This is an optimization exercise on Yosys and OpenROAD, whose aim is small area, a short achievable clock period and few clock cycles, not a production implementation. In this exercise RTL edits were held to simulation tests only and were not proved equivalent to the original. Power and IR drop assume default switching activity.

== exp/willow ==
// wacc8
module wacc8 (
    input  wire         clk,
    input  wire         rst,           
    input  wire         in_valid,
    output wire         in_ready,
    input  wire         in_first,      
    input  wire         in_last,       
    input  wire [2:0]   in_fmt_a,      
    input  wire [2:0]   in_fmt_b,
    input  wire [63:0]  in_a,          
    input  wire [63:0]  in_b,
    input  wire [7:0]   in_scale_a,    
    input  wire [7:0]   in_scale_b,
    input  wire [9:0]   in_anchor,     
    input  wire [127:0] in_init,       
    output wire         out_valid,
    output wire [127:0] out_word,
    output wire         out_ovf,       
    output wire         out_span       
);
    localparam ACC_W = 113;
    localparam BW    = 71;             
    function [70:0] add71;
        input [70:0] x, y;
        reg [70:0] p, gg, pp;
        integer l, j;
        begin
            p = x ^ y; gg = x & y; pp = p;
            for (l = 0; l < 7; l = l + 1)
                for (j = (2 << l) - 1; j < 71; j = j + (2 << l)) begin
                    gg[j] = gg[j] | (pp[j] & gg[j - (1 << l)]);
  ...
Size: ~53000 sq um of cells after synthesis.
==> flow/config.mk <==
export PLATFORM = sky130hd
export DESIGN_NAME = wacc8
export DESIGN_NICKNAME = wacc8
export VERILOG_FILES = /design/flow/design.v
export SDC_FILE = /design/flow/constraint.sdc
export NUM_CORES = 4
export LEC_CHECK = 0
export ABC_AREA = 1
export CAP_MARGIN = 20
export CORE_MARGIN = 2
export CORE_UTILIZATION = 55
export CTS_CLUSTER_DIAMETER = 150
export CTS_CLUSTER_SIZE = 20
export SLEW_MARGIN = 20
==> flow/constraint.sdc <==
create_clock -name core_clock -period 36.0 [get_ports {clk}]
set_input_delay 7.2000 -clock core_clock [delete_from_list [all_inputs] [get_ports {clk}]]
set_output_delay 7.2000 -clock core_clock [all_outputs]
set_load 0.01 [all_outputs]
standard.sh (not shown) runs the stock make flow with config.mk's settings and CLKGATE_MAP_FILE= SYNTH_SCRIPT=/design/flow/synth_recipe.tcl, a recipe that flattens the netlist after the stock synthesis.
==> flow/flow/run.sh <==
#!/bin/bash
set -euo pipefail
work=$(pwd)
synth="$work/synth_recipe.tcl"
if grep -q 'yosys synth -nofsm -noshare ' "$work/synth_recipe.tcl"; then
    sed 's/yosys synth -nofsm -noshare /yosys synth -nofsm -noshare -noabc /' \
        "$work/synth_recipe.tcl" > "$work/flow_synth.tcl"
    synth="$work/flow_synth.tcl"
fi
export BUFFER_PORTS_ARGS="-buffer_cell sky130_fd_sc_hd__buf_2"
bash standard.sh SYNTH_SCRIPT="$synth" REMOVE_ABC_BUFFERS=1 finish > standard.log 2>&1
exp/willow ended with every stage complete and zero timing, DRC or antenna violations.
Testbench counts of exp/willow, summed over its fixed seeds: cycles 19,324.
The inputs of exp/nickel differ from those of exp/willow as listed below.
Settings: clearing CTS_CLUSTER_SIZE, which used to be 20; swapping 55 for 40 in CORE_UTILIZATION; clearing CTS_CLUSTER_DIAMETER, which used to be 150.
diff --git a/flow/flow/run.sh b/flow/flow/run.sh
--- a/flow/flow/run.sh
+++ b/flow/flow/run.sh
@@ -11 +11,2 @@
-bash standard.sh SYNTH_SCRIPT="$synth" REMOVE_ABC_BUFFERS=1 finish > standard.log 2>&1
+bash standard.sh SYNTH_SCRIPT="$synth" REMOVE_ABC_BUFFERS=1 SETUP_SLACK_MARGIN=27.8 \
+    finish > standard.log 2>&1
[summary]
In the flow results for exp/willow and exp/nickel, the final core utilization is smaller on exp/nickel.
Hold slack delta (exp/willow -> exp/nickel): insignificant
Compared with exp/willow, exp/nickel shows a lower final critical-path setup slack.
exp/nickel falls short of exp/willow in cell-internal power.
| post-route clock period utilization | exp/nickel vs exp/willow | ≈ equal |
Relative to exp/willow, design area increased by 3100 sq um in exp/nickel.
exp/nickel went all the way through synthesis, placement and routing and the layout is clean on timing, DRC and antenna.
exp/nickel: sequential share of layout area lower than exp/willow
A highest metal layer with signal wires of met4 is what exp/willow shows, while met5 belongs to exp/nickel.
Global-route total usage across every layer in exp/nickel is 9.3 points lower than in exp/willow
Number of non-clock buffers: exp/nickel vs exp/willow up 31
Relative to exp/nickel, the following input files were edited for exp/raven:
diff --git a/flow/flow/run.sh b/flow/flow/run.sh
--- a/flow/flow/run.sh
+++ b/flow/flow/run.sh
@@ -11,2 +11 @@
-bash standard.sh SYNTH_SCRIPT="$synth" REMOVE_ABC_BUFFERS=1 SETUP_SLACK_MARGIN=27.8 \
-    finish > standard.log 2>&1
+bash standard.sh SYNTH_SCRIPT="$synth" finish > standard.log 2>&1
==> run summary <==
Ratio of routed vias to standard cells down 0.033 in exp/raven wrt exp/nickel
exp/nickel reports its critical path endpoint as out_word[72] while exp/raven reports out_word[76].
Setup slack: exp/raven less than exp/nickel
Against exp/nickel, upper clock frequency limit in exp/raven came out worse.
Here is what was changed in the inputs of exp/yarrow compared with exp/raven.
Settings: an added CTS_CLUSTER_DIAMETER of 150; an added CTS_CLUSTER_SIZE of 20; a change of CORE_UTILIZATION from 40 to 55.
diff --git a/flow/flow/run.sh b/flow/flow/run.sh
--- a/flow/flow/run.sh
+++ b/flow/flow/run.sh
@@ -10,2 +10,4 @@
-export BUFFER_PORTS_ARGS="-buffer_cell sky130_fd_sc_hd__buf_2"
-bash standard.sh SYNTH_SCRIPT="$synth" finish > standard.log 2>&1
+export DONT_BUFFER_PORTS=1
+export PRE_GLOBAL_PLACE_TCL="$work/flow/ports_pre.tcl"
+export POST_GLOBAL_PLACE_TCL="$work/flow/ports_post.tcl"
+bash standard.sh SYNTH_SCRIPT="$synth" REMOVE_ABC_BUFFERS=1 finish > standard.log 2>&1
==> flow/flow/ports_post.tcl (new file) <==
# Runs after global placement (POST_GLOBAL_PLACE_TCL): the port buffers may be
# resized again from here on.
unset_dont_touch $::my_port_buffers
==> flow/flow/ports_pre.tcl (new file) <==
# Runs before global placement (PRE_GLOBAL_PLACE_TCL). Every I/O port gets its
# own buffer, as in the standard flow: buf_1 cells on the inputs (each drives
# one register nearby) and buf_2 cells on the outputs (they drive the output
# load). They are marked dont_touch until global placement ends, so that the
# remove_buffers call of timing-driven placement keeps them.
set ::my_cells_before [get_cells *]
buffer_ports -inputs -buffer_cell sky130_fd_sc_hd__buf_1
buffer_ports -outputs -buffer_cell sky130_fd_sc_hd__buf_2
set ::my_port_buffers [get_cells {input* output*}]
puts "port buffers: [llength $::my_port_buffers] (cells [llength $::my_cells_before] -> [llength [get_cells *]])"
set_dont_touch $::my_port_buffers
[summary]
exp/yarrow has number of nets at the end of the flow below what exp/raven had. For number of fill cells in the layout, dividing the value from exp/yarrow by the value from exp/raven gives 0.69. Half-perimeter wire length of the detailed placement result in exp/yarrow is 7.9% lower than in exp/raven. exp/yarrow against exp/raven: total global routing track utilization increased 7.4 points, number of antenna violations at the first check in global routing increased 1. The global-route wire length before repair in exp/yarrow is 0.922 times that in exp/raven. Logic gate share of total power (lower): exp/raven. exp/yarrow -> exp/raven: proportion of synthesized flip-flops having asynchronous set or reset flat. exp/yarrow vs. exp/raven: internal power of the cells fell by 0.24 mW, clock edge transition at the registers on the reported setup and hold paths rose by 0.03 ns, total inserted antenna cells rose by 2.

[port drivers added, routing unchanged]
Ports are ideal in the flow. The routed layouts listed here were re-timed in OpenROAD. Step 1, drivers: a clkbuf_16 drives clk and a buf_2 each remaining input, both assumed. Step 2 adds t to the input delays and takes it off the output delays; t is the mean of the earliest and latest rising clock arrival at the registers after step 1. Input paths then give back, and output paths get back, about the clock's delay inside the block. Three values: ideal, step 1, step 2; two values: the first two.
run | shift t [ns] | slack for setup (ns) | hold slack, ns | worst register clock-pin slew, ns
exp/willow | 0.686 | 27.648 / 27.574 / 28.102 | 0.314 / 0.314 / 0.314 | 0.09 / 0.09
exp/nickel | 0.752 | 27.634 / 27.559 / 28.081 | 0.315 / 0.315 / 0.315 | 0.07 / 0.07
exp/raven | 0.772 | 27.544 / 27.472 / 28.107 | 0.316 / 0.316 / 0.316 | 0.07 / 0.07
exp/yarrow | 0.688 | 27.653 / 27.581 / 28.049 | 0.323 / 0.323 / 0.323 | 0.09 / 0.09
After both steps setup and hold are still met in every run listed.
